Context: an optimization exercise on an open-source flow, tuned for small area, a short achievable clock period and few clock cycles per item. The choices shown serve that exercise and are no tape-out recipe. The RTL was checked by simulation tests, not by an equivalence proof against the original design.

P:
==> module ftn_iv_perm, before the edit <==
module ftn_iv_perm (
    input  wire         clk,
    input  wire         rst,         
    input  wire [127:0] w,           
    input  wire         in_valid,
    output wire         in_ready,
    input  wire [63:0]  x,           
    output wire         out_valid,
    input  wire         out_ready,
    output wire [63:0]  iv
);
    function [63:0] bswap64(input [63:0] v);
        integer i;
        begin
            for (i = 0; i < 8; i = i + 1)
                bswap64[8*i +: 8] = v[63-8*i -: 8];
        end
    endfunction
    function [63:0] rotl(input [63:0] v, input integer b);
        rotl = (v << b) | (v >> (64 - b));
    endfunction
    function [39:0] msg(input [31:0] r, input [2:0] i);
        msg = {r[7:0], r[15:8], r[23:16], r[31:24], 5'd0, i};
    endfunction
    function [63:0] add64(input [63:0] a, input [63:0] b);
        reg [63:0] g, p, gg, pp, gn, pn;
        integer i, d, j;
        begin
            g = a & b;
            p = a ^ b;
            gg = g; pp = p;
            for (d = 1; d < 64; d = d * 2) begin
                gn = gg; pn = pp;
                for (i = 0; i < 64; i = i + 1)
                    if ((i / d) % 2 == 1) begin
                        j = (i / d) * d - 1;
                        gn[i] = gg[i] | (pp[i] & gg[j]);
                        pn[i] = pp[i] & pp[j];
                    end
                gg = gn; pp = pn;
            end
            add64 = p ^ {gg[62:0], 1'b0};
        end
    endfunction
    localparam [1:0] EMPTY = 2'd0, BUSY = 2'd1, WAIT = 2'd2;
    reg [63:0] sv0, sv1, sv2, sv3;
    reg [31:0] sl, sr;
    reg [5:0]  sph;          
    reg [1:0]  sfi;          
    reg [1:0]  sst;
    reg        sold;         
    reg [63:0] tv0, tv1, tv2, tv3;
    reg [31:0] tl, tr;
    reg [5:0]  tph;
    reg [1:0]  tfi;
    reg [1:0]  tst;
    reg        told;
    reg [63:0] oq;
    reg        ov;
    wire [63:0] k0 = bswap64(w[127:64]);
    wire [63:0] k1 = bswap64(w[63:0]);
    wire [63:0] i0 = k0 ^ 64'h736f6d6570736575;
    wire [63:0] i1 = k1 ^ 64'h646f72616e646f6d;
    wire [63:0] i2 = k0 ^ 64'h6c7967656e657261;
    wire [63:0] i3 = k1 ^ 64'h7465646279746573 ^ {8'd5, 56'd0};   
    wire [63:0] a  = add64(sv0, sv1);
    wire [63:0] b  = add64(sv2, sv3);
    wire [63:0] h1 = rotl(sv1, 13) ^ a;
    wire [63:0] h0 = rotl(a, 32);
    wire [63:0] h3 = rotl(sv3, 16) ^ b;
    wire [63:0] h2 = b;
    wire [63:0] c  = add64(tv0, tv3);
    wire [63:0] d  = add64(tv2, tv1);
    wire [63:0] n0 = c;
    wire [63:0] n1 = rotl(tv1, 17) ^ d;
    wire [63:0] n2 = rotl(d, 32);
    wire [63:0] n3 = rotl(tv3, 21) ^ c;
    wire [63:0] e  = rotl(tv3, 21) ^ rotl(tv1, 17);
    wire [31:0] rn = tl ^ e[31:0] ^ d[31:0] ^ d[63:32];    
    wire t_last   = tph[5];
    wire t_fin    = tst == BUSY && t_last && tfi == 2'd3;
    wire t_reload = tst == BUSY && t_last && tfi != 2'd3;
    wire s_wait   = sst == WAIT;
    wire can_out  = !ov || out_ready;
    wire t_out    = can_out && ((t_fin && !s_wait) || (tst == WAIT && told));
    reg  in_rdy;             
    wire accept = in_valid && in_rdy && !rst;
    assign in_ready = in_rdy;
    wire ov_n     = t_out || (ov && !out_ready);
    wire s_wait_n = !accept && ((t_fin && !t_out) || (tst == WAIT && !t_out));
    wire [39:0] mt = msg(tr, {1'b0, tfi} + 3'd1);      
    wire [39:0] mn = msg(rn, {1'b0, tfi} + 3'd2);      
    always @(posedge clk) begin
        tv0 <= h0; tv1 <= h1; tv2 <= h2; tv3 <= h3;
        tl  <= sl; tr  <= sr;
        tph <= sph; tfi <= sfi;
        tst <= sst;
        told <= sold || (t_out && tst == WAIT);
        if (accept) begin
            sv0 <= i0; sv1 <= i1; sv2 <= i2;
            sv3 <= i3 ^ {24'd0, msg(x[31:0], 3'd1)};
            sl  <= x[63:32];
            sr  <= x[31:0];
            sph <= 6'b000001;
            sfi <= 2'd0;
            sst <= BUSY;
            sold <= 1'b0;
        end else begin
            if (t_reload) begin
                sv0 <= i0; sv1 <= i1; sv2 <= i2;
                sv3 <= i3 ^ {24'd0, mn};
            end else begin
                sv0 <= n0 ^ (tph[1] ? {8'd5, 16'd0, mt} : 64'd0);
                sv1 <= n1;
                sv2 <= n2 ^ (tph[1] ? 64'hff : 64'd0);
                sv3 <= n3;
            end
            if (tst == BUSY && t_last) begin
                sl <= tr;
                sr <= rn;
            end else begin
                sl <= tl;
                sr <= tr;
            end
            sph <= {tph[4:0], tph[5]};
            sfi <= t_last ? tfi + 2'd1 : tfi;
            if (t_fin)
                sst <= t_out ? EMPTY : WAIT;
            else if (tst == WAIT && t_out)
                sst <= EMPTY;
            else
                sst <= tst;
            sold <= t_fin ? !s_wait : told;
        end
        in_rdy <= sst == EMPTY || (sst == BUSY && sph[5] && sfi == 2'd3 && !ov_n && !s_wait_n);
        if (t_out) begin
            oq <= (tst == WAIT) ? {tl, tr} : {tr, rn};
            ov <= 1'b1;
        end else if (out_ready) begin
            ov <= 1'b0;
        end
        if (rst) begin
            in_rdy <= 1'b1;
            sst <= EMPTY;
            tst <= EMPTY;
            ov  <= 1'b0;
        end
    end
    assign out_valid = ov;
    assign iv        = oq;
endmodule
==> flow/config.mk <==
export PLATFORM = sky130hd
export DESIGN_NAME = ftn_iv_perm
export DESIGN_NICKNAME = ftn_iv_perm
export VERILOG_FILES = /design/flow/design.v
export SDC_FILE = /design/flow/constraint.sdc
export NUM_CORES = 4
export LEC_CHECK = 0
export CAP_MARGIN = 20
export CORE_MARGIN = 2
export CORE_UTILIZATION = 40
export CTS_CLUSTER_DIAMETER = 80
export CTS_CLUSTER_SIZE = 30
export SLEW_MARGIN = 20
export SETUP_SLACK_MARGIN = 6
export BUFFER_PORTS_ARGS = -buffer_cell sky130_fd_sc_hd__buf_1
==> flow/constraint.sdc <==
create_clock -name core_clock -period 10.0 [get_ports {clk}]
set_input_delay 2.0000 -clock core_clock [delete_from_list [all_inputs] [get_ports {clk}]]
set_output_delay 2.0000 -clock core_clock [all_outputs]
set_load 0.01 [all_outputs]
standard.sh (not shown) runs the stock make flow with config.mk's settings and CLKGATE_MAP_FILE= SYNTH_SCRIPT=/design/flow/synth_recipe.tcl, a recipe that flattens the netlist after the stock synthesis.
==> flow/flow/run.sh <==
#!/bin/bash
set -eu
cat >> config.mk <<'EOF'
export SETUP_SLACK_MARGIN = 6
export BUFFER_PORTS_ARGS = -buffer_cell sky130_fd_sc_hd__buf_1
EOF
bash standard.sh > standard.log 2>&1
Testbench counts of P, summed over its fixed seeds: cycles 38,440, items 1,600.
Input-level comparison between Q and P:
--- a/flow/design.v
+++ b/flow/design.v
@@ -49,12 +49,14 @@
     reg [1:0]  sfi;          
     reg [1:0]  sst;
     reg        sold;         
+    reg        sok;          
     reg [63:0] tv0, tv1, tv2, tv3;
     reg [31:0] tl, tr;
     reg [5:0]  tph;
     reg [1:0]  tfi;
     reg [1:0]  tst;
     reg        told;
+    reg        tok;
     reg [63:0] oq;
     reg        ov;
     wire [63:0] k0 = bswap64(w[127:64]);
@@ -82,7 +84,7 @@
     wire t_reload = tst == BUSY && t_last && tfi != 2'd3;
     wire s_wait   = sst == WAIT;
     wire can_out  = !ov || out_ready;
-    wire t_out    = can_out && ((t_fin && !s_wait) || (tst == WAIT && told));
+    wire t_out    = can_out && ((t_fin && !s_wait) || (tst == WAIT && told && tok));
     reg  in_rdy;             
     wire accept = in_valid && in_rdy && !rst;
     assign in_ready = in_rdy;
@@ -96,6 +98,7 @@
         tph <= sph; tfi <= sfi;
         tst <= sst;
         told <= sold || (t_out && tst == WAIT);
+        tok <= sok;
         if (accept) begin
             sv0 <= i0; sv1 <= i1; sv2 <= i2;
             sv3 <= i3 ^ {24'd0, msg(x[31:0], 3'd1)};
@@ -109,13 +112,15 @@
             if (t_reload) begin
                 sv0 <= i0; sv1 <= i1; sv2 <= i2;
                 sv3 <= i3 ^ {24'd0, mn};
-            end else begin
+            end else if (tst == BUSY && !t_last) begin
                 sv0 <= n0 ^ (tph[1] ? {8'd5, 16'd0, mt} : 64'd0);
                 sv1 <= n1;
                 sv2 <= n2 ^ (tph[1] ? 64'hff : 64'd0);
                 sv3 <= n3;
+            end else begin
+                sv0 <= 64'd0; sv1 <= 64'd0; sv2 <= 64'd0; sv3 <= 64'd0;
             end
-            if (tst == BUSY && t_last) begin
+            if ((tst == BUSY && t_last) || tst == WAIT) begin
                 sl <= tr;
                 sr <= rn;
             end else begin
@@ -131,10 +136,11 @@
             else
                 sst <= tst;
             sold <= t_fin ? !s_wait : told;
+            sok  <= !t_fin && !tok;
         end
         in_rdy <= sst == EMPTY || (sst == BUSY && sph[5] && sfi == 2'd3 && !ov_n && !s_wait_n);
         if (t_out) begin
-            oq <= (tst == WAIT) ? {tl, tr} : {tr, rn};
+            oq <= {tr, rn};
             ov <= 1'b1;
         end else if (out_ready) begin
             ov <= 1'b0;
[summary]
Q ran to completion and came out clean on the timing, design-rule and antenna checks.
Looking at P and Q, the height of the die is a wash.
Fraction of area in registers for Q: 0.27 points down relative to P
Comparing P and Q, wire length on met3 is lower on P.
In the metrics for P and Q, the one carrying the higher sequential cell area in the final layout is Q.
Compared with P, Q shows register-to-register slack higher by 0.04 ns.
In the flow results for P and Q, the layout net count is larger on P.
Summary: relative slew slack, Q worse than P
Final cycle utilization of the critical path in Q is 0.40 points below P.
In terms of final wirelength, Q and P differ only marginally.
Diff P -> Q: maximum frequency now sits higher; sequential cell count barely changed.
Testbench counts of Q, summed over its fixed seeds: cycles 38,440, items 1,600.

==> re-timing with driven ports <==
Ports are ideal in the flow. The routed layouts listed here were re-timed in OpenROAD. Step 1 sets driving cells, clkbuf_16 on the clock port and buf_2 on the other inputs (assumed; they add their load-dependent delay and slew). Step 2 times the ports against the registers' clock, not the clock port: input delays grow and output delays shrink by t, the midpoint of the rising clock arrivals with the driver on. a / b / c = no drivers / after step 1 / after step 2; a / b = the first two.
run	t, ns	slack for setup (ns)	worst slew at a driven data input, ns	pins driven straight from the clock port
P	0.679	5.967 / 5.967 / 5.410	0.12	1
Q	0.678	6.007 / 6.007 / 5.498	0.17	1
After both steps every run listed still meets setup and hold. The setup slack of P, which loses most, moves by 0.000 ns with the drivers and by -0.557 ns with both steps.
